Source: an optimization exercise on an open RTL-to-GDS flow (aim: small area, a short achievable clock period and few clock cycles per item). Production flows keep margins and buffers that such runs may drop. Where RTL was checked, it was by simulation tests only, not by an equivalence proof against the original. Function not checked in run 7: the RTL went through the layout flow alone.

`design/flow/design.v`:
```
module ashlar_encode (
    input  wire [127:0] data,
    output wire [31:0]  check
);
    function [7:0] xtime(input [7:0] x);
        xtime = {x[6:0], 1'b0} ^ (x[7] ? 8'h1D : 8'h00);
    endfunction
    function [7:0] mul_apow(input [7:0] x, input integer k);
        integer n;
        begin
            mul_apow = x;
            for (n = 0; n < k; n = n + 1)
                mul_apow = xtime(mul_apow);
        end
    endfunction
    function [7:0] gf_mul(input [7:0] a, input [7:0] b);
        integer n;
        reg [7:0] p, t;
        begin
            p = 8'h00;
            t = a;
            for (n = 0; n < 8; n = n + 1) begin
                if (b[n]) p = p ^ t;
                t = xtime(t);
            end
            gf_mul = p;
        end
    endfunction
    localparam [7:0] INV_ALPHA_PLUS_1 = 8'hF4;    
    genvar j;
    generate
        for (j = 0; j < 2; j = j + 1) begin : g_cw
            reg [7:0] a, b, s8, s9;
            integer i;
            always @(*) begin
                a = 8'h00;
                b = 8'h00;
                for (i = 0; i < 8; i = i + 1) begin
                    b = b ^ data[16*i + 8*j +: 8];
                    a = a ^ mul_apow(data[16*i + 8*j +: 8], 9 - i);
                end
                s8 = gf_mul(a ^ b, INV_ALPHA_PLUS_1);
                s9 = b ^ s8;
            end
            assign check[8*j +: 8]      = s8;
            assign check[16 + 8*j +: 8] = s9;
        end
    endgenerate
endmodule
module ashlar_syndrome (
    input  wire [159:0] word,
    output wire [31:0]  synd
);
    function [7:0] xtime(input [7:0] x);
        xtime = {x[6:0], 1'b0} ^ (x[7] ? 8'h1D : 8'h00);
    endfunction
    function [7:0] mul_apow(input [7:0] x, input integer k);
        integer n;
        begin
            mul_apow = x;
            for (n = 0; n < k; n = n + 1)
                mul_apow = xtime(mul_apow);
        end
    endfunction
    genvar j;
    generate
        for (j = 0; j < 2; j = j + 1) begin : g_cw
            reg [7:0] s0, s1;
            integer i;
            always @(*) begin
                s0 = 8'h00;
                s1 = 8'h00;
                for (i = 0; i < 10; i = i + 1) begin
                    s0 = s0 ^ word[16*i + 8*j +: 8];
                    s1 = s1 ^ mul_apow(word[16*i + 8*j +: 8], 9 - i);
                end
            end
            assign synd[16*j +: 8]     = s0;
            assign synd[16*j + 8 +: 8] = s1;
        end
    endgenerate
endmodule
module ashlar_delta (
    input  wire [7:0] s0,
    input  wire [7:0] s1,
    output wire [7:0] d8,
    output wire [7:0] d9
);
    function [7:0] xtime(input [7:0] x);
        xtime = {x[6:0], 1'b0} ^ (x[7] ? 8'h1D : 8'h00);
    endfunction
    function [7:0] gf_mul(input [7:0] a, input [7:0] b);
        integer n;
        reg [7:0] p, t;
        begin
            p = 8'h00;
            t = a;
            for (n = 0; n < 8; n = n + 1) begin
                if (b[n]) p = p ^ t;
                t = xtime(t);
            end
            gf_mul = p;
        end
    endfunction
    assign d8 = gf_mul(s0 ^ s1, 8'hF4);
    assign d9 = s0 ^ d8;
endmodule
module ashlar_locate (
    input  wire [7:0] s0,
    input  wire [7:0] s1,
    output reg  [9:0] hit
);
    function [7:0] xtime(input [7:0] x);
        xtime = {x[6:0], 1'b0} ^ (x[7] ? 8'h1D : 8'h00);
    endfunction
    reg [7:0] prod;
    integer k;
    always @(*) begin
        prod = s0;
        for (k = 0; k < 10; k = k + 1) begin
            hit[9 - k] = (s1 == prod);
            prod = xtime(prod);
        end
    end
endmodule
module ashlar_inc32 (
    input  wire [31:0] x,
    input  wire        en,
    output reg  [31:0] y,
    output wire        all_ones
);
    reg [3:0] blk;         
    reg [4:0] pre;         
    reg       c;
    integer b, k;
    always @(*) begin
        for (b = 0; b < 4; b = b + 1)
            blk[b] = &x[8*b +: 8];
        pre[0] = 1'b1;
        for (b = 0; b < 4; b = b + 1)
            pre[b + 1] = pre[b] & blk[b];
        for (b = 0; b < 4; b = b + 1) begin
            c = en & pre[b];
            for (k = 0; k < 8; k = k + 1) begin
                y[8*b + k] = x[8*b + k] ^ c;
                c = c & x[8*b + k];
            end
        end
    end
    assign all_ones = pre[4];
endmodule
module ashlar_ctl (
    input  wire         clk,
    input  wire         rst,
    input  wire         in_valid,
    output wire         in_ready,
    input  wire [1:0]   in_op,         
    input  wire [159:0] in_word,
    input  wire [127:0] in_wdata,
    input  wire [15:0]  in_wmask,
    output wire         out_valid,
    output wire [1:0]   out_outcome,   
    output wire [3:0]   out_column,
    output wire [31:0]  out_synd,
    output wire [127:0] out_data,
    output wire [31:0]  out_check,
    input  wire         erase_en,
    input  wire         clr_counts,
    input  wire         clr_erase,
    output wire         erased,
    output wire [3:0]   erased_col,
    input  wire [3:0]   csr_sel,
    output reg  [31:0]  csr_rdata
);
    localparam [1:0] OP_ENCODE = 2'd1, OP_MERGE = 2'd2;
    localparam [1:0] OC_CLEAN = 2'd0, OC_CORRECTED = 2'd1, OC_UNCORR = 2'd2, OC_POISON = 2'd3;
    localparam [31:0] POISON_XOR = 32'h0303_0101;
    integer i;
    wire is_enc   = (in_op == OP_ENCODE);
    wire is_merge = (in_op == OP_MERGE);
    wire [31:0] synd_in;
    ashlar_syndrome u_synd (.word(in_word), .synd(synd_in));
    reg [15:0]  sel_in;    
    reg [127:0] merged;
    always @(*) begin
        for (i = 0; i < 16; i = i + 1) begin
            sel_in[i] = is_enc || (is_merge && in_wmask[i]);
            merged[8*i +: 8] = sel_in[i] ? in_wdata[8*i +: 8] : in_word[8*i +: 8];
        end
    end
    wire [9:0] hit0_in, hit1_in;
    ashlar_locate u_loc0 (.s0(synd_in[7:0]),   .s1(synd_in[15:8]),  .hit(hit0_in));
    ashlar_locate u_loc1 (.s0(synd_in[23:16]), .s1(synd_in[31:24]), .hit(hit1_in));
    reg         v2;
    reg [31:0]  synd;
    reg [127:0] mdata;
    reg [15:0]  keep;      
    reg [9:0]   pz0, pz1;
    reg         cz0, cz1, poison;
    always @(posedge clk) begin
        if (rst)
            v2 <= 1'b0;
        else
            v2 <= in_valid && in_ready;
        synd   <= is_enc ? 32'd0 : synd_in;
        mdata  <= merged;
        keep   <= ~sel_in;
        pz0    <= (is_enc || synd_in[7:0] == 8'h00)   ? 10'd0 : hit0_in;
        pz1    <= (is_enc || synd_in[23:16] == 8'h00) ? 10'd0 : hit1_in;
        cz0    <= is_enc || synd_in[15:0] == 16'h0000;
        cz1    <= is_enc || synd_in[31:16] == 16'h0000;
        poison <= !is_enc && synd_in == 32'h0102_0102;
    end
    wire [31:0] menc;
    ashlar_encode u_enc (.data(mdata), .check(menc));
    wire [7:0] s00 = synd[7:0],   s10 = synd[15:8];
    wire [7:0] s01 = synd[23:16], s11 = synd[31:24];
    reg        mark;
    reg [3:0]  mark_col;
    reg [9:0] allow;
    always @(*) begin
        for (i = 0; i < 10; i = i + 1)
            allow[i] = !mark || (mark_col == i);
    end
    wire clean0 = cz0;
    wire clean1 = cz1;
    wire [9:0] p0 = pz0 & allow;      
    wire [9:0] p1 = pz1 & allow;
    wire is_poison  = poison;
    wire clean_both = clean0 && clean1;
    wire [9:0] coh = (p0 & p1) | (clean0 ? p1 : 10'd0) | (clean1 ? p0 : 10'd0);
    wire corrected = |coh;
    wire uncorr    = !is_poison && !clean_both && !corrected;
    wire bad       = is_poison || uncorr;
    reg [3:0] column;
    always @(*) begin
        column = 4'd0;
        for (i = 0; i < 10; i = i + 1)
            if (coh[i]) column = column | i[3:0];
    end
    reg [15:0]  fixb;      
    reg [127:0] result;
    always @(*) begin
        for (i = 0; i < 16; i = i + 1) begin
            fixb[i] = keep[i] & coh[i/2] & ((i % 2) ? p1[i/2] : p0[i/2]);
            result[8*i +: 8] = mdata[8*i +: 8] ^ (fixb[i] ? ((i % 2) ? s01 : s00) : 8'h00);
        end
    end
    wire [7:0] d80, d90, d81, d91;
    ashlar_delta u_dl0 (.s0(s00), .s1(s10), .d8(d80), .d9(d90));
    ashlar_delta u_dl1 (.s0(s01), .s1(s11), .d8(d81), .d9(d91));
    wire fixk0 = |(fixb & 16'h5555);
    wire fixk1 = |(fixb & 16'hAAAA);
    assign out_outcome = is_poison ? OC_POISON : clean_both ? OC_CLEAN
                        : corrected ? OC_CORRECTED : OC_UNCORR;
    assign out_check   = menc
                        ^ {fixk1 ? d91 : 8'h00, fixk0 ? d90 : 8'h00,
                           fixk1 ? d81 : 8'h00, fixk0 ? d80 : 8'h00}
                        ^ (bad ? POISON_XOR : 32'd0);
    assign out_valid   = v2;
    assign out_column  = column;
    assign out_synd    = synd;
    assign out_data    = result;
    reg  [31:0] ce_count, ue_count;
    reg  [31:0] col_ce [0:9];
    reg  [31:0] tq;        
    wire ce_inc = v2 && corrected;
    wire ue_inc = v2 && uncorr;
    wire [31:0] ce_nx, ue_nx, tq_nx;
    wire        ce_ones, ue_ones, tq_ones;
    ashlar_inc32 u_ce (.x(ce_count), .en(ce_inc), .y(ce_nx), .all_ones(ce_ones));
    ashlar_inc32 u_ue (.x(ue_count), .en(ue_inc), .y(ue_nx), .all_ones(ue_ones));
    ashlar_inc32 u_tq (.x(tq), .en(ce_inc && ce_count[1:0] != 2'd2), .y(tq_nx), .all_ones(tq_ones));
    reg        nq;         
    reg        fv;         
    reg  [9:0] fa, fb;
    reg  [3:0] sidx;       
    reg  een;
    always @(posedge clk)
        een <= erase_en;
    wire ce_hi = &ce_count[31:3];
    wire slow  = een && !mark && (!nq || ce_hi);
    wire scan  = slow && !fv && !v2;
    assign in_ready = !slow || (fv && !v2);
    reg  [9:0]  pick;      
    reg  [31:0] cnt;
    always @(*) begin
        for (i = 0; i < 10; i = i + 1)
            pick[i] = scan ? (sidx == i) : coh[i];
        cnt = 32'd0;
        for (i = 0; i < 10; i = i + 1)
            cnt = cnt | (pick[i] ? col_ce[i] : 32'd0);
    end
    reg  [31:0] cnt_inc;
    reg  [32:0] cpre;
    integer k;
    always @(*) begin
        cpre[0] = 1'b1;
        for (k = 0; k < 32; k = k + 1)
            cpre[k + 1] = cpre[k] & cnt[k];
        for (k = 0; k < 32; k = k + 1)
            cnt_inc[k] = cnt[k] ^ (cpre[k] & !cpre[32]);
    end
    wire        cclr  = rst || clr_counts;
    wire [31:0] col_d = cnt_inc & {32{!cclr}};
    wire [9:0]  col_ld = {10{cclr}} | ({10{ce_inc}} & coh);
    wire c_gt  = (cnt > tq);
    wire c_eq  = (cnt == tq);
    wire c_ge64 = |cnt[31:6];
    wire c_ge63 = c_ge64 || (&cnt[5:0]);
    wire a_val = c_ge64 && (ce_ones || c_gt);
    wire b_val = c_ge63 && (ce_ones || c_gt || c_eq);
    reg  [9:0] qual;
    reg        mark_next;
    reg  [3:0] mark_col_next;
    always @(*) begin
        for (i = 0; i < 10; i = i + 1)
            qual[i] = fv ? (coh[i] ? fb[i] : fa[i]) : (coh[i] && b_val);
        mark_next     = mark;
        mark_col_next = mark_col;
        if (ce_inc && een && !mark) begin
            for (i = 9; i >= 0; i = i - 1) begin
                if (qual[i]) begin
                    mark_next     = 1'b1;
                    mark_col_next = i[3:0];
                end
            end
        end
    end
    always @(posedge clk) begin
        if (rst || clr_counts) begin
            ce_count <= 32'd0;
            ue_count <= 32'd0;
            tq       <= 32'd0;
        end else begin
            ce_count <= ce_nx;
            ue_count <= ue_nx;
            tq       <= (ce_inc && ce_ones) ? 32'd0 : tq_nx;
        end
        for (i = 0; i < 10; i = i + 1)
            if (col_ld[i])
                col_ce[i] <= col_d;
        if (rst || clr_erase) begin
            mark     <= 1'b0;
            mark_col <= 4'd0;
        end else begin
            mark     <= mark_next;
            mark_col <= mark_col_next;
        end
        if (rst || clr_counts) begin
            nq   <= 1'b1;
            fv   <= 1'b0;
            sidx <= 4'd0;
        end else if (ce_inc) begin
            nq   <= nq && !b_val && !ce_ones;
            fv   <= 1'b0;
            sidx <= 4'd0;
        end else if (scan) begin
            fa[sidx] <= a_val;
            fb[sidx] <= b_val;
            if (sidx == 4'd9) begin
                fv   <= 1'b1;
                nq   <= !(|fa[8:0]) && !a_val;
                sidx <= 4'd0;
            end else begin
                sidx <= sidx + 4'd1;
            end
        end
    end
    assign erased     = mark;
    assign erased_col = mark_col;
    always @(*) begin
        case (csr_sel)
            4'd0:  csr_rdata = ce_count;
            4'd1:  csr_rdata = ue_count;
            4'd2:  csr_rdata = col_ce[0];
            4'd3:  csr_rdata = col_ce[1];
            4'd4:  csr_rdata = col_ce[2];
            4'd5:  csr_rdata = col_ce[3];
            4'd6:  csr_rdata = col_ce[4];
            4'd7:  csr_rdata = col_ce[5];
            4'd8:  csr_rdata = col_ce[6];
            4'd9:  csr_rdata = col_ce[7];
            4'd10: csr_rdata = col_ce[8];
            4'd11: csr_rdata = col_ce[9];
            4'd12: csr_rdata = {27'd0, mark_col, mark};
            default: csr_rdata = 32'd0;
        endcase
    end
endmodule
```
`design/flow/flow/run.sh`:
```
#!/bin/bash
set -e
export SETUP_SLACK_MARGIN=6.5
export BUFFER_PORTS_ARGS="-buffer_cell sky130_fd_sc_hd__buf_1"
bash standard.sh > standard.log 2>&1
```
`design/flow/standard.sh`:
```
#!/bin/bash
# synth_recipe.tcl (not shown) runs the flow's synth.tcl, then flattens the netlist and writes it again
# the make line also repeats each setting of config.mk as NAME=value (left out here)
make -C /OpenROAD-flow-scripts/flow DESIGN_CONFIG=/design/flow/config.mk WORK_HOME=/design/flow/orfs CLKGATE_MAP_FILE= SYNTH_SCRIPT=/design/flow/synth_recipe.tcl "${@:-finish}"
```
`design/flow/config.mk`:
```
export PLATFORM = sky130hd
export DESIGN_NAME = ashlar_ctl
export DESIGN_NICKNAME = ashlar_ctl
export VERILOG_FILES = /design/flow/design.v
export SDC_FILE = /design/flow/constraint.sdc
export NUM_CORES = 4
export LEC_CHECK = 0
export CAP_MARGIN = 20
export CORE_MARGIN = 2
export CORE_UTILIZATION = 55
export CTS_BUF_LIST = sky130_fd_sc_hd__clkbuf_16
export CTS_CLUSTER_DIAMETER = 80
export CTS_CLUSTER_SIZE = 20
export GPL_TIMING_DRIVEN = 0
export SLEW_MARGIN = 20
```
`design/flow/constraint.sdc`:
```
create_clock -name core_clock -period 14.0 [get_ports {clk}]
set_input_delay 2.8000 -clock core_clock [delete_from_list [all_inputs] [get_ports {clk}]]
set_output_delay 2.8000 -clock core_clock [all_outputs]
set_load 0.01 [all_outputs]
```
==> results of run 1 <==
-- worst register-to-register path, cell delays in order, from the launching register on --
cell	delay (ns)
dfxtp_1	0.66
nand4_1	0.28
or4_4	0.66
o21a_2	0.35
nor3_1	0.64
or2_1	0.19
buf_4	0.24
buf_2	0.47
a222oi_1	0.15
and3_1	0.29
inv_1	0.23
ha_1	0.30
a21o_1	0.18
a21o_1	0.18
a21o_1	0.18
a21o_1	0.17
a21o_1	0.18
a21o_1	0.18
a21oi_1	0.14
o31ai_1	0.20
nor3_2	0.46
nor2_1	0.25
a311o_1	0.44
and3_1	0.16
a32o_1	0.20
-- per-layer routing --
metal,part of all wire,wire [um],up-vias,track usage
met1,0.36,61100,16860,0.551
li1,-,-,15238,-
met4,0.078,13100,8,0.269
met2,0.44,74500,2681,0.695
met5,0.00030,51,-,0
met3,0.12,20800,708,0.111
-- cell type report --
class,count,area share
Sequential cell,648,0.362
Antenna cell,4,0.000221
Buffer,182,0.0249
Clock buffer,46,0.0254
Tap cell,950,0.0263
Clock inverter,32,0.00484
Multi-Input combinational cell,3084,0.498
Timing Repair Buffer,574,0.0506
Inverter,93,0.00772
-- worst max-delay path by stage --
| stage | start | end | slack, ns | cells past startpoint |
|---|---|---|---|---|
| floorplan | csr_sel[1] | csr_rdata[7] | 6.85 | 7 |
| global placement | csr_sel[2] | csr_rdata[9] | 3.98 | 9 |
| detailed placement | csr_sel[2] | csr_rdata[25] | 4.60 | 9 |
| CTS | csr_sel[3] | csr_rdata[15] | 6.48 | 8 |
| global route | mdata[15]$_DFF_P_ | out_check[12] | 6.48 | 14 |
| finish | csr_sel[2] | csr_rdata[13] | 6.46 | 9 |
-- flip-flops by register name, summed over array words and instances (netlist names) --
| signal | cells |
|---|---|
| een | 1 |
| sidx | 4 |
| cz1 | 1 |
| cz0 | 1 |
| poison | 1 |
| v2 | 1 |
| mdata | 128 |
| pz1 | 10 |
| fa | 10 |
| keep | 16 |
| synd | 32 |
| col_ce | 320 |
| mark | 1 |
| fb | 10 |
| fv | 1 |
| nq | 1 |
| pz0 | 10 |
| ue_count | 32 |
| tq | 32 |
| mark_col | 4 |
| ce_count | 32 |
-- cell usage in the layout (no fill, tap or decap), drive strengths merged, types with 16 or more instances in the layout --
cell and count:
a21o 21, or3 17, nand2 648, and4 21, nor2 124, a21oi 47
a222oi 43, dfxtp 308, a221oi 89, o21ai 138, clkinv 23, or2 16
nor4 29, and3 46, buf 622, and2 106, nand3 71, xor2 228
a22o 118, nor3 65, xnor2 869, ha 122, a22oi 27, clkbuf 179
inv 102, nand4 75, edfxtp 340
-- what timing repair did --
| item | CTS | global route |
|---|---|---|
| buffers inserted | 12 | 1 |
| resized for setup | 137 | 55 |
| setup endpoints to repair | 59 | 51 |
| pin swaps | 11 | 13 |
-- cells in the mapped netlist (27+ instances only) --
cell type    n  area, um^2
nand2_1    648        2430
a222oi_1    43         430
edfxtp_1   340       10200
dfxtp_1    308        6170
inv_1       76         285
clkbuf_1   135         507
nand4_1     73         457
xnor2_1    865        7580
o21ai_0    137         686
and2_1     105         657
nor3_1      59         295
ha_1       122        1530
a22oi_1     27         203
nor2_1     124         465
and3_1      46         288
a21oi_1     47         235
a22o_1     118        1030
a221oi_1    89         780
nand3_1     71         355
xor2_1     226        1980
-- through the flow --
step                std cells  setup WS [ns]
global route             5611           6.48
detailed placement       5516           4.60
floorplan                4007           6.85
CTS                      5606           6.48
global placement         5505           3.98
finish                   5613           6.46
-- cells by family after synthesis --
logic type,after synthesis
AOI/OAI and AO/OA,565
xor gates and xnor gates,1103
adders and majority gates,122
buffers and inverters,275
DFF,648
muxes,16
and+or+nand+nor,1278
==> flow_summary.toml, run 1 <==
[worst_setup_path]
worstReg2RegStart = "ce_count[21]$_SDFF_PN0_"
cp.arrival_ns = 4.74
path_buf_inv = 4
crit_path_cell_trace = "buf_2, buf_8, nand2b_4, nor2_2, clkbuf_8, a22o_2, a221oi_4, nand3_2, buf_1"
start_kind = "primary input"
end_kind = "output pin"
cpMaxStageDelayCell = "a221oi_4"
worstPathRequired_ns = 11.20
crit_family = "buffers and inverters"
r2r_slack_ns = 6.51
regToRegEndpoint = "mark_col[3]$_SDFFE_PP0P_"
critical_path.max_fanout = 10
ff2ff_path_depth = 24
critical_path_class = "primary input to output pin"
slowest_delay_ns = 0.39

[placed_design]
place_area_mm2 = 0.0430
hpwl_um = 126000
gp_congestion = 1.05
portBuffers = 548

[global_route]
grt_pass1_vias = 33503
grt_max_degree = 33
grtUsageTotal = 0.443
antenna_found_initial = 7
grt_pass1_wl_um = 235000
grt-ovfl-total = 0

[finish]
drive_above_1_share = 0.0668
final_util = 0.634
multi_input_area_mm2 = 0.0225
regArea_mm2 = 0.0164
nets = 5064
design_area_mm2 = 0.0452
syn_to_final_growth_pct = 14.4
fillers = 6296

[sta]
hold_viol = 0
period_share = 0.539
fin_skew_ns = 0.0475
setup_viol = 0
relSlewSlack = 0.181
fmax_mhz = 133
rsz0062_at_grt = "yes"
min_period_ns = 7.54
tightest_slew_ns = 1.23
hold_slack_ns = 0.538
final_max_slew_viol_count = 0
final.setup.tns_ns = 0

[run_status]
outcome = "finished clean"

[hold_path]
min_to = "tq[31]$_SDFF_PP0_"
min_path_cells = 2
hold_path.startpoint = "tq[31]$_SDFF_PP0_"
hold_class = "register to register"

[clock_network]
cts-buffers-inserted = 43
ctsHoldBuffers = 0
h-tree-depth = 2
clock_latency_ns = 0.64
clockBufferDepth = 3
cts_tree = "done"
clock_sinks = 648
cts.reportedPaths.clkPinSlew_ns = 0.08
cts-root-buf = "clkbuf_16"

[yosys]
synth_simple_gate_area_frac = 0.158
yosysSeqAreaShare = 0.414
synth.area.mux_share = 0.00427
syn_nets = 4445
postSynthRegisterBits = 648
yosysUniqueCellTypes = 84
synth_xor_area_frac = 0.248
synth_area_mm2 = 0.0395
synth_compound_area_frac = 0.108
synth.avg_cell_area_um2 = 9.87
async_reset_ff_frac = 0
synth_adder_area_share = 0.0386
yosysWarningCount = 7
synth_edf_count = 340
synth_top_family_by_area = "XOR/XNOR gates"
syn_inst = 4007
ys_dominant_reg_cell = "edfxtp_1"

[die]
die_h_um = 272
boundaryPins = 553
initial_core_util = 0.554
dieArea_mm2 = 0.0740
rows = 98
die_width_um = 272
coreArea_mm2 = 0.0714

[routing]
wl_um = 170000
wl_per_cell_um = 30.2
via_count = 35495
vias_per_cell = 6.32
drc = 0
drtIter0Drc = 5060
first_pass_iters = 9
antenna_left = 0

[flow_run]
max_cap_violations = 0
Testbench counts, summed over its fixed seeds: cycles 24,008, items 24,000.
==> run 2, diff against run 1 <==
--- a/design/flow/config.mk
+++ b/design/flow/config.mk
@@ -13,3 +13,2 @@
 export CTS_CLUSTER_SIZE = 20
-export GPL_TIMING_DRIVEN = 0
 export SLEW_MARGIN = 20
==> run 2 against run 1 <==
Compared with the run above: sequential cell count is the same; worst hold slack worse by 0.0013 ns; final area shrank 1.7%; wire length shrank 6.7%; worst setup slack better by 0.032 ns; non-clock buffer count down 104; critical path depth decreased by 1; critical path type unchanged; critical endpoint is now csr_rdata[1].
==> flow_summary.toml, run 2 <==
[worst_setup_path]
crit_path_frequent_cell = "buf_4"
critical_path_class = "primary input to output pin"
worstPathRequired_ns = 11.20
end_kind = "output pin"
cp.arrival_ns = 4.71
slowest_delay_ns = 0.43
path_buf_inv = 3
crit_family = "buffers and inverters"
critical_path.max_fanout = 31
start_kind = "primary input"
crit_path_cell_trace = "buf_4, nand2b_2, nor2_4, buf_4, a222oi_1, o21a_1, nand4_1, buf_1"
cpMaxStageDelayCell = "a222oi_1"

[hold_path]
hold_class = "register to register"

[sta]
tightest_slew_ns = 1.11
rsz0062_at_grt = "no"
relSlewSlack = 0.254
hold_viol = 0
final.setup.tns_ns = 0
min_period_ns = 7.51
fin_skew_ns = 0.0313
final_max_slew_viol_count = 0
hold_slack_ns = 0.536
fmax_mhz = 133
setup_viol = 0
period_share = 0.537

[clock_network]
clock_sinks = 648
cts-root-buf = "clkbuf_16"
cts_tree = "done"
cts-buffers-inserted = 43
clockBufferDepth = 3
cts.reportedPaths.clkPinSlew_ns = 0.08
clock_latency_ns = 0.63
h-tree-depth = 2

[yosys]
synth_top_area_share = 0.258
synth_edf_count = 340
ys_dominant_reg_cell = "edfxtp_1"
yosysUniqueCellTypes = 84
synth.avg_cell_area_um2 = 9.87
syn_nets = 4445
synth_area_mm2 = 0.0395
synth_area_leader_cell = "edfxtp_1"
async_reset_ff_frac = 0
yosysWarningCount = 7
yosysSeqAreaShare = 0.414
synth.most_common_cell = "xnor2_1"
postSynthRegisterBits = 648
synth_area_leaders = "edfxtp_1 26%, xnor2_1 19%, dfxtp_1 16%"
syn_inst = 4007
synth_commonest_cells = "865 x xnor2_1, 648 x nand2_1, 340 x edfxtp_1"

[finish]
final_util = 0.623
top_regs = "col_ce: 320 flops, mdata: 128 flops"
largest_reg_flops = 320
design_area_mm2 = 0.0445
drive_above_1_share = 0.0632
final_cell_mix = "856 x xnor2_1, 638 x nand2_1, 548 x buf_1"
final_common_cell = "xnor2_1"
regMostFlops = "col_ce"
nets = 4960
syn_to_final_growth_pct = 12.5
regArea_mm2 = 0.0164
multi_input_area_mm2 = 0.0223
fillers = 6298

[run_status]
outcome = "finished clean"

[global_route]
grt_pass1_wl_um = 225000
grt-ovfl-total = 0
antenna_found_initial = 4
grtUsageTotal = 0.416
grt_max_degree = 55
grt_pass1_vias = 32722

[die]
coreArea_mm2 = 0.0714
die_width_um = 272
dieArea_mm2 = 0.0740
die_h_um = 272
initial_core_util = 0.554
boundaryPins = 553
rows = 98

[routing]
vias_per_cell = 6.25
wl_per_cell_um = 28.8
via_count = 34396
drc = 0
drtIter0Drc = 4828
antenna_left = 0
wl_um = 158000
first_pass_iters = 9

[placed_design]
portBuffers = 552
place_area_mm2 = 0.0428
gp_congestion = 1.03
hpwl_um = 114000

[flow_run]
max_cap_violations = 0
## run 2: cell counts after synthesis
Identical to the previous run, type by type.
## run 2: final cells by class
class	count	share of cell area
multi-input cells	3084	0.501
flip-flops and latches	648	0.368
repair buffers	652	0.0640
well taps	950	0.0267
clock buffers	46	0.0259
inverters	93	0.00785
clock inverters	31	0.00588
diodes	1	0.0000563
## run 2: logic make-up (layout without fill, tap and decap cells)
kind of cell,count (synthesis),in the layout,share of synthesized area
compound gates,565,565,0.108
xor+xnor,1103,1103,0.248
fa+ha+maj,122,122,0.0386
buf+inv,275,822,0.0292
flops,648,648,0.414
mux,16,16,0.00427
other cells,0,1,0
simple gates,1278,1278,0.158
## run 2: tightest hold or removal path: cells and delay by family (launching register included)
kind          cells  cell delay, ns
simple gates      1            0.07
flops             1            0.35
xor+xnor          1            0.08
## run 2: per-stage QoR
step	worst slack, ns	instances
finish	6.49	5505
detailed placement	6.08	5422
CTS	6.53	5501
floorplan	6.85	4007
global route	6.51	5504
global placement	6.11	5422
## run 2: final timing paths
| check | from | to | slack, ns | depth (start not counted) |
|---|---|---|---|---|
| max | csr_sel[3] | csr_rdata[1] | 6.49 | 8 |
| min | tq[31]$_SDFF_PP0_ | tq[31]$_SDFF_PP0_ | 0.54 | 2 |
| max reg2reg | ce_count[15]$_SDFF_PN0_ | nq$_SDFFE_PN1P_ | 6.81 | 20 |
| min reg2reg | tq[31]$_SDFF_PP0_ | tq[31]$_SDFF_PP0_ | 0.54 | 2 |
## run 2: routing by layer
metal	vias up	part of all wire	GRT usage	routed length, um
li1	15019	-	-	-
met1	16367	0.38	0.543	59700
met2	2468	0.45	0.665	71700
met3	538	0.11	0.0822	17600
met4	4	0.058	0.198	9220
met5	-	0.00034	0	54
## run 2: timing repair
| item | in CTS | in global routing |
|---|---|---|
| hold buffers | 0 | 0 |
| gates resized for setup | 20 | 21 |
| pin swaps | 3 | 4 |
| setup endpoints to repair | 38 | 53 |
| buffers inserted | 2 | 3 |
==> run 3, diff against run 2 <==
==> design/flow/flow/run.sh (replaced) <==
#!/bin/bash
set -e
export SETUP_SLACK_MARGIN=6.25
export BUFFER_PORTS_ARGS="-buffer_cell sky130_fd_sc_hd__buf_1"
bash standard.sh > standard.log 2>&1
==> run 3 against run 2 <==
Compared with the run above: sequential cell count unchanged; largest cell class unchanged; clock skew up 0.00077 ns; maximum frequency down 1.7%.
==> flow_summary.toml, run 3 <==
[run_status]
outcome = "finished clean"

[placed_design]
gp_congestion = 1.03
hpwl_um = 114000
place_area_mm2 = 0.0428
portBuffers = 552

[sta]
min_period_ns = 7.64
rsz0062_at_grt = "no"
hold_viol = 0
period_share = 0.546
fin_skew_ns = 0.0321
final.setup.tns_ns = 0
fmax_mhz = 131
relSlewSlack = 0.205
setup_viol = 0
tightest_slew_ns = 1.19
final_max_slew_viol_count = 0

[clock_network]
clock_latency_ns = 0.64
h-tree-depth = 2
cts-buffers-inserted = 43
cts.reportedPaths.clkPinSlew_ns = 0.09
cts_tree = "done"
clock_sinks = 648
cts-root-buf = "clkbuf_16"
clockBufferDepth = 3

[global_route]
grt_pass1_vias = 32738
antenna_found_initial = 4
grt_max_degree = 55
grt_pass1_wl_um = 225000
grtUsageTotal = 0.416
grt-ovfl-total = 0

[finish]
syn_to_final_growth_pct = 12.2
design_area_mm2 = 0.0444
n_antenna_cell = 0
final_cell_mix = "859 x xnor2_1, 638 x nand2_1, 548 x buf_1"
nets = 4957
top_regs = "col_ce: 320 flops, mdata: 128 flops"
final_util = 0.622
regMostFlops = "col_ce"
largest_reg_flops = 320
drive_above_1_share = 0.0589
fillers = 6320
multi_input_area_mm2 = 0.0222
regArea_mm2 = 0.0164
final_common_cell = "xnor2_1"

[yosys]
synth_area_mm2 = 0.0395
synth_commonest_cells = "865 x xnor2_1, 648 x nand2_1, 340 x edfxtp_1"
yosysSeqAreaShare = 0.414
async_reset_ff_frac = 0
synth_edf_count = 340
syn_nets = 4445
synth.most_common_cell = "xnor2_1"
yosysWarningCount = 7
synth_top_family_by_area = "XOR/XNOR gates"
synth_adder_area_share = 0.0386
postSynthRegisterBits = 648
ys_dominant_reg_cell = "edfxtp_1"
yosysUniqueCellTypes = 84
synth_compound_area_frac = 0.108
synth_area_leaders = "edfxtp_1 26%, xnor2_1 19%, dfxtp_1 16%"
synth_area_leader_cell = "edfxtp_1"
synth_top_area_share = 0.258
syn_inst = 4007
synth.avg_cell_area_um2 = 9.87
synth.area.mux_share = 0.00427
synth_xor_area_frac = 0.248
synth_simple_gate_area_frac = 0.158

[routing]
via_count = 34326
first_pass_iters = 8
antenna_left = 0
drc = 0
wl_per_cell_um = 28.8
vias_per_cell = 6.24
drtIter0Drc = 5053
wl_um = 158000

[worst_setup_path]
crit_family = "buffers and inverters"
startpoint = "csr_sel[3]"
critical_path.max_fanout = 32
cp.depth = 8
critPathCapture = "csr_rdata[0]"
worstPathRequired_ns = 11.20
path_buf_inv = 3
r2r_slack_ns = 6.68
ff2ff_path_depth = 24
worstReg2RegStart = "ce_count[21]$_SDFF_PN0_"
regToRegEndpoint = "mark_col[3]$_SDFFE_PP0P_"
cp.arrival_ns = 4.84
cpMaxStageDelayCell = "buf_4"
end_kind = "output pin"
crit_path_cell_trace = "buf_2, nand2b_1, nor3_2, buf_4, a22oi_1, and3_1, nand4_1, buf_1"
start_kind = "primary input"
critical_path_class = "primary input to output pin"
slowest_delay_ns = 0.55

[die]
dieArea_mm2 = 0.0740
rows = 98
coreArea_mm2 = 0.0714
initial_core_util = 0.554
boundaryPins = 553
die_width_um = 272
die_h_um = 272

[flow_run]
max_cap_violations = 0

[hold_path]
hold_class = "register to register"
==> run 3: cell counts after synthesis <==
No cell type changed its count.
==> run 3: what timing repair did <==
action	in CTS	in global routing
resized for setup	9	7
buffers inserted	0	2
pin swaps	2	2
hold buffers	0	0
endpoints found under the setup margin	33	8
hold endpoints to repair	0	0
==> run 3: cell type report <==
| cell class | count | area share |
|---|---|---|
| clock inverters | 31 | 0.00590 |
| multi-input cells | 3084 | 0.501 |
| clock buffers | 46 | 0.0260 |
| flip-flops and latches | 648 | 0.369 |
| repair buffers | 649 | 0.0632 |
| inverters | 93 | 0.00787 |
| well taps | 950 | 0.0268 |
==> run 3: through the flow <==
| stage | worst slack (ns) | cells | hold slack, ns |
|---|---|---|---|
| final | 6.36 | 5501 | 0.537 |
| after global routing | 6.25 | 5501 | 0.573 |
| after CTS | 6.30 | 5499 | 0.542 |
| after detailed placement | 6.08 | 5422 | 0.518 |
| after global placement | 6.11 | 5422 | 0.502 |
| after floorplan | 6.85 | 4007 | 0.483 |
==> run 3: cell families after synthesis <==
group | Yosys count
and+or+nand+nor | 1278
xor gates and xnor gates | 1103
DFF | 648
AOI/OAI and AO/OA | 565
buffers and inverters | 275
adders and majority gates | 122
muxes | 16
==> run 3: worst min-delay path by stage <==
stage                         to  cells after the start  slack (ns)               from
2_1_floorplan  tq[31]$_SDFF_PP0_                      2        0.48  tq[31]$_SDFF_PP0_
3_3_place_gp   tq[31]$_SDFF_PP0_                      2        0.50  tq[31]$_SDFF_PP0_
3_5_place_dp   tq[31]$_SDFF_PP0_                      2        0.52  tq[31]$_SDFF_PP0_
4_1_cts        tq[31]$_SDFF_PP0_                      2        0.54  tq[31]$_SDFF_PP0_
5_1_grt        tq[31]$_SDFF_PP0_                      2        0.57  tq[31]$_SDFF_PP0_
6_report       tq[31]$_SDFF_PP0_                      2        0.54  tq[31]$_SDFF_PP0_
==> run 3: metal layers <==
metal  track usage  wire (um)
met3        0.0830      17700
met1         0.544      59900
met4         0.203       9460
met5             0         61
met2         0.661      71200
==> run 3: worst reg2reg max path: cells and delay by family (launching register included) <==
kind / cells / cell delay, ns
compound gates: 13 / 2.84
buf+inv: 3 / 0.64
simple gates: 7 / 2.97
flops: 1 / 0.53
fa+ha+maj: 1 / 0.21
==> run 4, diff against run 3 <==
==> design/flow/flow/run.sh (replaced) <==
#!/bin/bash
set -e
export SETUP_SLACK_MARGIN=7
export BUFFER_PORTS_ARGS="-buffer_cell sky130_fd_sc_hd__buf_1"
bash standard.sh > standard.log 2>&1
==> run 4 against run 3 <==
Compared with the run above: worst setup slack better by 0.47 ns; highest routed layer unchanged; still clean; clock skew hardly changed; utilization is 3.5 points higher; register-to-register slack better by 0.53 ns; die area stayed put; wire length is 3.3% higher.
==> flow_summary.toml, run 4 <==
[worst_setup_path]
crit_path_cell_trace = "buf_12, nand2b_4, buf_12, nor3_4, buf_6, buf_12, a222oi_1, nand4_1, buf_2"
critical_path.max_fanout = 5
crit_path_frequent_cell = "buf_12"
ff2ff_path_depth = 22
worstPathRequired_ns = 11.20
worstReg2RegStart = "ce_count[7]$_SDFF_PN0_"
start_kind = "primary input"
slowest_delay_ns = 0.32
cp.arrival_ns = 4.38
r2r_slack_ns = 7.21
regToRegEndpoint = "nq$_SDFFE_PN1P_"
cpMaxStageDelayCell = "a222oi_1"
end_kind = "output pin"
critical_path_class = "primary input to output pin"

[yosys]
synth_commonest_cells = "865 x xnor2_1, 648 x nand2_1, 340 x edfxtp_1"
synth_area_leader_cell = "edfxtp_1"
yosysWarningCount = 7
syn_nets = 4445
ys_dominant_reg_cell = "edfxtp_1"
yosysSeqAreaShare = 0.414
syn_inst = 4007
synth.avg_cell_area_um2 = 9.87
synth.most_common_cell = "xnor2_1"
synth_area_leaders = "edfxtp_1 26%, xnor2_1 19%, dfxtp_1 16%"
postSynthRegisterBits = 648
yosysUniqueCellTypes = 84
synth_edf_count = 340
synth_area_mm2 = 0.0395
async_reset_ff_frac = 0
synth_top_area_share = 0.258

[sta]
relSlewSlack = 0.262
hold_viol = 0
final.setup.tns_ns = 0
tightest_slew_ns = 1.10
setup_viol = 0
rsz0062_at_grt = "yes"
period_share = 0.513
fin_skew_ns = 0.0323
min_period_ns = 7.18
final_max_slew_viol_count = 0
fmax_mhz = 139

[clock_network]
clockBufferDepth = 3
clock_sinks = 648
cts_tree = "done"
clock_latency_ns = 0.62
cts-root-buf = "clkbuf_16"
cts.reportedPaths.clkPinSlew_ns = 0.08
cts-buffers-inserted = 44
h-tree-depth = 2

[die]
initial_core_util = 0.554
coreArea_mm2 = 0.0714
dieArea_mm2 = 0.0740
rows = 98
die_h_um = 272
boundaryPins = 553
die_width_um = 272

[finish]
final_cell_mix = "833 x xnor2_1, 636 x nand2_1, 513 x buf_1"
regMostFlops = "col_ce"
nets = 5065
final_common_cell = "xnor2_1"
drive_above_1_share = 0.119
design_area_mm2 = 0.0469
largest_reg_flops = 320
top_regs = "col_ce: 320 flops, mdata: 128 flops"
syn_to_final_growth_pct = 18.6

[hold_path]
min_path_cells = 2
min_to = "tq[31]$_SDFF_PP0_"
hold_path.startpoint = "tq[31]$_SDFF_PP0_"
hold_class = "register to register"

[flow_run]
max_cap_violations = 0

[global_route]
grtUsageTotal = 0.423
antenna_found_initial = 9
grt_pass1_wl_um = 229000
grt_max_degree = 74
grt_pass1_vias = 33683
grt-ovfl-total = 0

[placed_design]
portBuffers = 552
place_area_mm2 = 0.0429
hpwl_um = 118000
gp_congestion = 0.992

[routing]
antenna_left = 0
first_pass_iters = 9
via_count = 35275
wl_um = 164000
vias_per_cell = 6.28
drtIter0Drc = 5225
drc = 0
wl_per_cell_um = 29.1

[run_status]
outcome = "finished clean"
-- run 4: routing by layer --
metal / global-route usage / routed length [um] / vias to the layer above
met4: 0.218 / 10600 / 4
li1: - / - / 15234
met1: 0.551 / 61500 / 16821
met2: 0.660 / 72800 / 2524
met5: 0 / 39 / -
met3: 0.0967 / 18500 / 692
-- run 4: cell families (layout without fill, tap and decap cells) --
group / after synthesis / count (layout) / share of synthesized area
buffers and inverters: 275 / 927 / 0.0292
muxes: 16 / 16 / 0.00427
adders and majority gates: 122 / 122 / 0.0386
xor gates and xnor gates: 1103 / 1103 / 0.248
DFF: 648 / 648 / 0.414
and+or+nand+nor: 1278 / 1282 / 0.158
other: 0 / 5 / 0
AOI/OAI and AO/OA: 565 / 565 / 0.108
-- run 4: what timing repair did --
item | in CTS | in global routing
cloned | 10 | 4
pin swaps | 51 | 48
hold buffers | 0 | 0
setup endpoints to repair | 59 | 162
gates resized for setup | 160 | 146
setup buffers | 62 | 28
-- run 4: area by class of cell --
type / count / area [um^2]
Antenna cell: 5 / 12.5
Fill cell: 5907 / 24500
Tap cell: 950 / 1190
Sequential cell: 648 / 16400
Clock inverter: 36 / 302
Timing Repair Buffer: 752 / 4250
Inverter: 93 / 349
Clock buffer: 46 / 1150
Multi-Input combinational cell: 3088 / 23200
-- run 4: how the worst max path moves through the flow --
stage,from,to,slack [ns],cells past startpoint
final,csr_sel[0],csr_rdata[4],6.82,9
after CTS,csr_sel[0],csr_rdata[3],6.92,9
after floorplan,csr_sel[2],csr_rdata[16],7.03,7
after global routing,mdata[13]$_DFF_P_,out_check[10],6.81,14
after global placement,csr_sel[0],csr_rdata[5],5.54,8
after detailed placement,csr_sel[1],csr_rdata[0],5.65,8
-- run 4: critical path: cells and delay by family --
family	cells	cell delay, ns
AOI/OAI and AO/OA	1	0.32
buffers and inverters	5	0.76
and+or+nand+nor	3	0.48
-- run 4: stage by stage --
step	utilization	std cells	hold slack, ns	worst slack [ns]
2_1_floorplan	-	4007	0.483	7.03
3_3_place_gp	0.601	5425	0.505	5.54
3_5_place_dp	0.601	5425	0.504	5.65
4_1_cts	0.642	5579	0.527	6.92
5_1_grt	0.657	5617	0.549	6.81
6_report	0.657	5618	0.528	6.82
==> run 5, diff against run 4 <==
==> design/flow/flow/run.sh (replaced) <==
#!/bin/bash
set -e
export SETUP_SLACK_MARGIN=6.75
export BUFFER_PORTS_ARGS="-buffer_cell sky130_fd_sc_hd__buf_1"
bash standard.sh > standard.log 2>&1
==> run 5 against run 4 <==
Compared with the run above: still clean on timing, DRC and antenna; maximum frequency decreased by 1.1%; count of clock-buffer cells in the layout unchanged; utilization decreased by 2.9 points.
==> flow_summary.toml, run 5 <==
[yosys]
async_reset_ff_frac = 0
synth_area_leader_cell = "edfxtp_1"
postSynthRegisterBits = 648
synth_area_mm2 = 0.0395
synth_area_leaders = "edfxtp_1 26%, xnor2_1 19%, dfxtp_1 16%"
syn_nets = 4445
ys_dominant_reg_cell = "edfxtp_1"
yosysSeqAreaShare = 0.414
yosysWarningCount = 7
synth_top_area_share = 0.258
synth.most_common_cell = "xnor2_1"
synth_edf_count = 340
yosysUniqueCellTypes = 84
synth_commonest_cells = "865 x xnor2_1, 648 x nand2_1, 340 x edfxtp_1"
synth.avg_cell_area_um2 = 9.87
syn_inst = 4007

[die]
boundaryPins = 553
initial_core_util = 0.554
coreArea_mm2 = 0.0714
die_width_um = 272
dieArea_mm2 = 0.0740
die_h_um = 272
rows = 98

[worst_setup_path]
crit_path_cell_trace = "buf_6, nand2b_4, nor2_4, buf_8, a222oi_1, o21a_1, nand4_1, buf_2"
end_kind = "output pin"
critical_path_class = "primary input to output pin"
path_buf_inv = 3
worstPathRequired_ns = 11.20
critical_path.max_fanout = 31
crit_family = "buffers and inverters"
cpMaxStageDelayCell = "a222oi_1"
slowest_delay_ns = 0.34
cp.arrival_ns = 4.46
start_kind = "primary input"

[sta]
final.setup.tns_ns = 0
min_period_ns = 7.26
hold_viol = 0
relSlewSlack = 0.243
fin_skew_ns = 0.0363
tightest_slew_ns = 1.13
setup_viol = 0
period_share = 0.518
fmax_mhz = 138
rsz0062_at_grt = "yes"
hold_slack_ns = 0.536
final_max_slew_viol_count = 0

[clock_network]
cts-buffers-inserted = 43
cts-root-buf = "clkbuf_16"
cts.reportedPaths.clkPinSlew_ns = 0.09
clock_sinks = 648
clock_latency_ns = 0.64
h-tree-depth = 2
clockBufferDepth = 3
cts_tree = "done"

[global_route]
grt_pass1_vias = 32841
grt_pass1_wl_um = 226000
antenna_found_initial = 4
grt_max_degree = 55
grtUsageTotal = 0.417
grt-ovfl-total = 0

[finish]
nets = 4968
n_antenna_cell = 0
largest_reg_flops = 320
drive_above_1_share = 0.0721
regMostFlops = "col_ce"
final_cell_mix = "847 x xnor2_1, 637 x nand2_1, 541 x buf_1"
top_regs = "col_ce: 320 flops, mdata: 128 flops"
final_common_cell = "xnor2_1"
syn_to_final_growth_pct = 13.4
regArea_mm2 = 0.0164
fillers = 6267
multi_input_area_mm2 = 0.0225

[routing]
wl_um = 159000
via_count = 34323
antenna_left = 0
wl_per_cell_um = 28.8
drtIter0Drc = 4877
drc = 0
first_pass_iters = 9
vias_per_cell = 6.23

[flow_run]
max_cap_violations = 0

[hold_path]
hold_class = "register to register"

[run_status]
outcome = "finished clean"

[placed_design]
portBuffers = 552
hpwl_um = 114000
gp_congestion = 1.03
run 5: worst register-to-register path, cell delays in order, from the launching register on:
cell and delay (ns):
dfxtp_1 0.52, nand4_1 0.23, or4_4 0.64, o21ai_4 0.47, a21boi_2 0.11, buf_4 0.27
or2_1 0.56, buf_4 0.35, a22o_1 0.23, nor4_4 0.55, inv_1 0.18, ha_1 0.33
a21o_1 0.18, a21o_1 0.17, a21o_1 0.17, a21o_1 0.17, a21oi_1 0.12, o21ai_0 0.13
o21ai_0 0.19, a21oi_1 0.08, nor3_2 0.35, nor2_2 0.15, a311o_1 0.40, and3_1 0.16
a32o_1 0.19
run 5: timing repair:
item / 4_1_cts / 5_1_grt
hold buffers: 0 / 0
buffers inserted: 9 / 4
setup endpoints to repair: 53 / 68
pin swaps: 10 / 10
gates resized for setup: 56 / 46
cloned: 0 / 0
run 5: cell type report:
cell class,count,area share
multi-input cells,3084,0.502
flip-flops and latches,648,0.366
repair buffers,660,0.0668
well taps,950,0.0265
clock buffers,46,0.0257
inverters,93,0.00779
clock inverters,31,0.00584
run 5: kinds of logic (layout without fill, tap and decap cells):
kind of cell	after synthesis	count (layout)	share of synthesized area
xor+xnor	1103	1103	0.248
simple gates	1278	1278	0.158
flops	648	648	0.414
compound gates	565	565	0.108
mux	16	16	0.00427
buf+inv	275	830	0.0292
fa+ha+maj	122	122	0.0386
run 5: final timing paths:
kind / start / to / slack [ns] / cells past startpoint
worst max-delay path: csr_sel[3] / csr_rdata[1] / 6.74 / 8
worst min-delay path: tq[31]$_SDFF_PP0_ / tq[31]$_SDFF_PP0_ / 0.54 / 2
worst max register to register: ce_count[21]$_SDFF_PN0_ / mark_col[3]$_SDFFE_PP0P_ / 6.97 / 24
worst min register to register: tq[31]$_SDFF_PP0_ / tq[31]$_SDFF_PP0_ / 0.54 / 2
run 5: through the flow:
stage | util | std cells | worst slack, ns | cell area [um^2]
global route | 0.628 | 5512 | 6.65 | 44800
floorplan | - | 4007 | 6.85 | 39500
CTS | 0.624 | 5508 | 6.75 | 44500
detailed placement | 0.600 | 5422 | 6.08 | 42800
finish | 0.628 | 5512 | 6.74 | 44800
global placement | 0.600 | 5422 | 6.11 | 42800
run 5: per-layer routing:
layer | track usage | vias up | part of all wire
li1 | - | 15029 | -
met3 | 0.0845 | 548 | 0.11
met2 | 0.663 | 2420 | 0.45
met1 | 0.543 | 16320 | 0.38
met4 | 0.203 | 6 | 0.059
met5 | 0 | - | 0.00038
==> run 6, diff against run 5 <==
--- a/design/flow/config.mk
+++ b/design/flow/config.mk
@@ -9,3 +9,3 @@
 export CORE_MARGIN = 2
-export CORE_UTILIZATION = 55
+export CORE_UTILIZATION = 60
 export CTS_BUF_LIST = sky130_fd_sc_hd__clkbuf_16
==> run 6 against run 5 <==
Compared with the run above: non-clock buffer count increased by 7; sequential cell count unchanged; worst setup slack got worse by 0.0095 ns; final area decreased by 0.19%; via count increased by 1.5%; count of clock-buffer cells in the layout decreased by 1.
==> flow_summary.toml, run 6 <==
[yosys]
synth.area.mux_share = 0.00427
synth_commonest_cells = "865 x xnor2_1, 648 x nand2_1, 340 x edfxtp_1"
synth_edf_count = 340
synth_area_leader_cell = "edfxtp_1"
yosysUniqueCellTypes = 84
postSynthRegisterBits = 648
synth_top_area_share = 0.258
ys_dominant_reg_cell = "edfxtp_1"
synth_simple_gate_area_frac = 0.158
synth.most_common_cell = "xnor2_1"
synth_area_leaders = "edfxtp_1 26%, xnor2_1 19%, dfxtp_1 16%"
synth_xor_area_frac = 0.248
syn_inst = 4007
synth_compound_area_frac = 0.108
syn_nets = 4445
synth_adder_area_share = 0.0386
yosysWarningCount = 7
synth.avg_cell_area_um2 = 9.87
yosysSeqAreaShare = 0.414
synth_top_family_by_area = "XOR/XNOR gates"
synth_area_mm2 = 0.0395
async_reset_ff_frac = 0

[die]
dieArea_mm2 = 0.0680
die_h_um = 261
coreArea_mm2 = 0.0655
rows = 94
boundaryPins = 553
die_width_um = 261
initial_core_util = 0.603

[clock_network]
cts-buffers-inserted = 43
clock_sinks = 648
cts.reportedPaths.clkPinSlew_ns = 0.08
cts-root-buf = "clkbuf_16"
h-tree-depth = 2
clockBufferDepth = 3
cts_tree = "done"
clock_latency_ns = 0.63

[finish]
regMostFlops = "col_ce"
final_cell_mix = "846 x xnor2_1, 637 x nand2_1, 539 x buf_1"
largest_reg_flops = 320
top_regs = "col_ce: 320 flops, mdata: 128 flops"
n_antenna_cell = 0
nets = 4975
drive_above_1_share = 0.0744
final_common_cell = "xnor2_1"
syn_to_final_growth_pct = 13.1

[worst_setup_path]
cp.arrival_ns = 4.47
critical_path.max_fanout = 30
critPathCapture = "csr_rdata[24]"
r2r_slack_ns = 6.93
worstReg2RegStart = "ce_count[30]$_SDFF_PN0_"
worstPathRequired_ns = 11.20
startpoint = "csr_sel[1]"
ff2ff_path_depth = 24
critical_path_class = "primary input to output pin"
end_kind = "output pin"
start_kind = "primary input"
regToRegEndpoint = "mark_col[3]$_SDFFE_PP0P_"

[sta]
final.setup.tns_ns = 0
min_period_ns = 7.27
hold_viol = 0
relSlewSlack = 0.216
rsz0062_at_grt = "yes"
final_max_slew_viol_count = 0
period_share = 0.519
fmax_mhz = 138
hold_slack_ns = 0.539
setup_viol = 0
tightest_slew_ns = 1.18
fin_skew_ns = 0.0348

[routing]
wl_per_cell_um = 28.8
drtIter0Drc = 5372
vias_per_cell = 6.41
drc = 0
antenna_left = 0
wl_um = 157000
via_count = 34828
first_pass_iters = 8

[global_route]
grt_pass1_wl_um = 222000
top_usage_layer = "met2"
use_met2 = 0.700
met3_usage = 0.113
grt_pass1_vias = 33346
met1_usage = 0.571
antenna_found_initial = 5
grt_max_degree = 55
grt-ovfl-total = 0
grtUsageTotal = 0.448

[placed_design]
hpwl_um = 114000
gp_congestion = 1.04
portBuffers = 552

[hold_path]
hold_class = "register to register"

[flow_run]
max_cap_violations = 0

[run_status]
outcome = "finished clean"
==> run 6: cell types whose count changed in the layout (fill, tap and decap cells not counted), sizes merged <==
cell      change
clkinv        +2
bufinv        -2
inv           +5
clkinvlp      -2
buf          +10
clkbuf        -4
==> run 6: how the worst min path moves through the flow <==
| stage | start | slack (ns) | depth (start not counted) | end |
|---|---|---|---|---|
| 6_report | tq[31]$_SDFF_PP0_ | 0.54 | 2 | tq[31]$_SDFF_PP0_ |
| 3_3_place_gp | tq[31]$_SDFF_PP0_ | 0.50 | 2 | tq[31]$_SDFF_PP0_ |
| 5_1_grt | tq[31]$_SDFF_PP0_ | 0.59 | 2 | tq[31]$_SDFF_PP0_ |
| 2_1_floorplan | tq[31]$_SDFF_PP0_ | 0.48 | 2 | tq[31]$_SDFF_PP0_ |
| 3_5_place_dp | tq[31]$_SDFF_PP0_ | 0.51 | 2 | tq[31]$_SDFF_PP0_ |
| 4_1_cts | tq[31]$_SDFF_PP0_ | 0.54 | 2 | tq[31]$_SDFF_PP0_ |
==> run 6: final cells by class <==
class / instances / area (um^2)
multi-input cells: 3084 / 22500
inverters: 93 / 349
well taps: 864 / 1080
repair buffers: 667 / 3070
fillers: 5331 / 20800
flip-flops and latches: 648 / 16400
clock buffers: 45 / 1130
clock inverters: 34 / 231
==> run 6: what timing repair did <==
action	4_1_cts	5_1_grt
gates resized for setup	61	61
hold buffers	0	0
endpoints found under the setup margin	51	141
buffers inserted	12	9
pin swaps	17	19
hold endpoints to repair	0	0
==> run 6: through the flow <==
stage                     cells  cell area, um^2  utilization  setup WS [ns]
after floorplan            4007            39500            -           6.85
after global placement     5335            42700        0.652           6.29
after detailed placement   5335            42700        0.652           6.29
after CTS                  5426            44400        0.678           6.74
after global routing       5435            44700        0.683           6.66
final                      5435            44700        0.683           6.73
==> run 6: cells by family (layout without fill, tap and decap cells) <==
kind of cell	after synthesis	in the layout
muxes	16	16
buffers and inverters	275	839
xor gates and xnor gates	1103	1103
DFF	648	648
adders and majority gates	122	122
AOI/OAI and AO/OA	565	565
and+or+nand+nor	1278	1278
==> run 6: routing by layer <==
| layer | part of all wire | wire, um | vias to the layer above |
|---|---|---|---|
| li1 | - | - | 15033 |
| met1 | 0.36 | 56400 | 16447 |
| met2 | 0.45 | 69800 | 2679 |
| met3 | 0.13 | 20100 | 661 |
| met4 | 0.066 | 10400 | 8 |
| met5 | 0.00029 | 46 | - |
==> run 6: worst max-delay path, cell delays in order <==
cell and delay, ns:
buf_4 0.20, nand2b_4 0.20, nor3_2 0.06, buf_6 0.23, a22o_1 0.28, a221oi_1 0.21, nand3_1 0.25, buf_1 0.19
==> run 7, diff against run 6 <==
--- a/design/flow/design.v
+++ b/design/flow/design.v
@@ -284,3 +284,3 @@
     assign in_ready = !slow || (fv && !v2);
-    reg  [9:0]  pick;      
+    reg  [9:0]  pick;
     reg  [31:0] cnt;
@@ -288,3 +288,3 @@
         for (i = 0; i < 10; i = i + 1)
-            pick[i] = scan ? (sidx == i) : coh[i];
+            pick[i] = scan ? (sidx == i) : (pz0[i] | pz1[i]);
         cnt = 32'd0;
--- a/design/flow/config.mk
+++ b/design/flow/config.mk
@@ -9,3 +9,3 @@
 export CORE_MARGIN = 2
-export CORE_UTILIZATION = 60
+export CORE_UTILIZATION = 55
 export CTS_BUF_LIST = sky130_fd_sc_hd__clkbuf_16
==> run 7 against run 6 <==
Compared with the run above: count of clock-buffer cells in the layout shrank 1; global-route usage shrank 2.4 points; sequential share of layout area shrank 1.5 points; maximum frequency is essentially flat; final area grew 4.2%; die area grew 14%; utilization shrank 5.5 points; worst hold slack is essentially flat; critical path type unchanged; synthesized cell count grew 7.9%.
==> flow_summary.toml, run 7 <==
[clock_network]
clock_sinks = 648
cts-buffers-inserted = 42
clock_latency_ns = 0.62
ctsHoldBuffers = 0
cts-root-buf = "clkbuf_16"
clockBufferDepth = 3
cts.reportedPaths.clkPinSlew_ns = 0.09
h-tree-depth = 2
cts_tree = "done"

[yosys]
yosysSeqAreaShare = 0.397
synth_edf_count = 340
syn_inst = 4322
synth_top_area_share = 0.247
synth.most_common_cell = "xnor2_1"
ys_dominant_reg_cell = "edfxtp_1"
synth_commonest_cells = "884 x xnor2_1, 728 x nand2_1, 340 x edfxtp_1"
syn_nets = 4760
synth_area_leaders = "edfxtp_1 25%, xnor2_1 19%, dfxtp_1 15%"
yosysUniqueCellTypes = 90
synth_area_leader_cell = "edfxtp_1"
synth.avg_cell_area_um2 = 9.55
yosysWarningCount = 7
synth_area_mm2 = 0.0413
async_reset_ff_frac = 0
postSynthRegisterBits = 648

[hold_path]
hold_class = "register to register"
min_to = "tq[31]$_SDFF_PP0_"
hold_path.startpoint = "tq[31]$_SDFF_PP0_"
min_path_cells = 2

[routing]
vias_per_cell = 6.42
via_count = 37487
drc = 0
wl_um = 170000
drtIter0Drc = 6411
first_pass_iters = 10
wl_per_cell_um = 29.2
antenna_left = 0

[finish]
largest_reg_flops = 320
fillers = 6554
syn_to_final_growth_pct = 12.9
regMostFlops = "col_ce"
final_common_cell = "xnor2_1"
top_regs = "col_ce: 320 flops, mdata: 128 flops"
final_cell_mix = "864 x xnor2_1, 716 x nand2_1, 546 x buf_1"
final_util = 0.627
design_area_mm2 = 0.0466
drive_above_1_share = 0.0664
nets = 5272

[worst_setup_path]
cp.arrival_ns = 4.47
regToRegEndpoint = "fb[5]$_DFFE_PP_"
ff2ff_path_depth = 20
r2r_slack_ns = 6.96
start_kind = "primary input"
worstReg2RegStart = "ce_count[29]$_SDFF_PN0_"
critical_path.max_fanout = 25
worstPathRequired_ns = 11.20
end_kind = "output pin"
critical_path_class = "primary input to output pin"

[die]
dieArea_mm2 = 0.0773
boundaryPins = 553
rows = 100
coreArea_mm2 = 0.0743
die_width_um = 278
die_h_um = 278
initial_core_util = 0.556

[global_route]
antenna_found_initial = 5
grt_pass1_wl_um = 242000
grtUsageTotal = 0.424
grt_pass1_vias = 35771
grt_max_degree = 79
grt-ovfl-total = 0

[sta]
hold_viol = 0
final.setup.tns_ns = 0
min_period_ns = 7.27
rsz0062_at_grt = "no"
tightest_slew_ns = 1.17
hold_slack_ns = 0.539
fin_skew_ns = 0.0362
period_share = 0.519
setup_viol = 0
relSlewSlack = 0.220
setup_slack_ns = 6.73
fmax_mhz = 138
final_max_slew_viol_count = 0

[placed_design]
portBuffers = 552
gp_congestion = 1.04
place_ws_ns = 5.78
hpwl_um = 124000
place_area_mm2 = 0.0447

[flow_run]
max_cap_violations = 0

[run_status]
outcome = "finished clean"
[run 7: cell families (layout without fill, tap and decap cells)]
group                      after synthesis  in the layout  synth area share
DFF                                    648            648             0.397
buffers and inverters                  303            847            0.0290
AOI/OAI and AO/OA                      696            696             0.133
muxes                                   23             23           0.00582
adders and majority gates              122            122            0.0370
other                                    0              3                 0
and+or+nand+nor                       1417           1417             0.161
xor gates and xnor gates              1113           1113             0.237
[run 7: layout make-up]
cell class              instances  area (um^2)  share of cell area
clock inverters                32          188             0.00403
multi-input cells            3371        24200               0.519
well taps                     969         1210              0.0260
inverters                      91          342             0.00733
diodes                          3         7.51            0.000161
clock buffers                  44         1100              0.0236
repair buffers                680         3170              0.0680
flip-flops and latches        648        16400               0.351
[run 7: layer usage]
layer  wire length [um]  global-route usage  share of wire  vias to the layer above
li1                   -                   -              -                    16294
met1              65300               0.566           0.38                    17766
met2              72900               0.637           0.43                     2830
met3              23000               0.123           0.13                      593
met4               9310               0.192          0.055                        4
met5                 31                   0        0.00018                        -
[run 7: worst max-delay path by stage]
stage / slack (ns) / endpoint / depth (start not counted) / start
2_1_floorplan: 6.83 / csr_rdata[2] / 6 / csr_sel[2]
3_3_place_gp: 5.84 / csr_rdata[10] / 8 / csr_sel[2]
3_5_place_dp: 5.78 / csr_rdata[10] / 8 / csr_sel[2]
4_1_cts: 6.73 / csr_rdata[10] / 8 / csr_sel[2]
5_1_grt: 6.73 / csr_rdata[13] / 9 / csr_sel[2]
6_report: 6.73 / csr_rdata[10] / 8 / csr_sel[2]
[run 7: what timing repair did]
item	4_1_cts	5_1_grt
pin swaps	11	7
setup buffers	9	5
hold endpoints to repair	0	0
resized for setup	52	48
endpoints found under the setup margin	44	61
[run 7: worst max-delay path, stage by stage]
cell,delay (ns)
buf_6,0.14
nand2b_4,0.19
nor3_4,0.21
buf_6,0.38
a22o_1,0.22
a221oi_1,0.05
nand3_1,0.21
buf_1,0.24
[run 7: metrics by stage]
step | std cells
floorplan | 4322
global placement | 5744
detailed placement | 5745
CTS | 5830
global route | 5836
finish | 5838

-- what the ideal ports hide --
No port has a modelled driver above. Below, the same layouts with a new extraction and two added sets of constraints. Step 1 sets driving cells, clkbuf_16 on the clock port and buf_2 on the other inputs (assumed; they add their load-dependent delay and slew). Step 2 also shifts input and output timing later by t, the mid clock arrival at the registers, as if the neighbouring blocks saw the same clock. Slacks: ideal ports / drivers / drivers and shift; pairs: ideal ports / drivers.
run | t, ns | slack for setup (ns) | worst data-port slew with drivers (ns) | pins driven straight from the clock port
run 1 | 0.684 | 6.455 / 6.423 / 6.195 | 0.10 | 1
run 2 | 0.673 | 6.488 / 6.454 / 6.454 | 0.07 | 1
run 3 | 0.675 | 6.356 / 6.329 / 6.329 | 0.07 | 1
run 4 | 0.663 | 6.823 / 6.717 / 6.717 | 0.10 | 1
run 5 | 0.674 | 6.741 / 6.694 / 6.700 | 0.07 | 1
run 6 | 0.679 | 6.732 / 6.701 / 6.701 | 0.09 | 1
run 7 | 0.661 | 6.733 / 6.687 / 6.687 | 0.09 | 1
After both steps setup and hold are still met in every run listed. For run 1, which loses most, drivers alone change the setup slack by -0.032 ns; drivers and shift together by -0.260 ns.
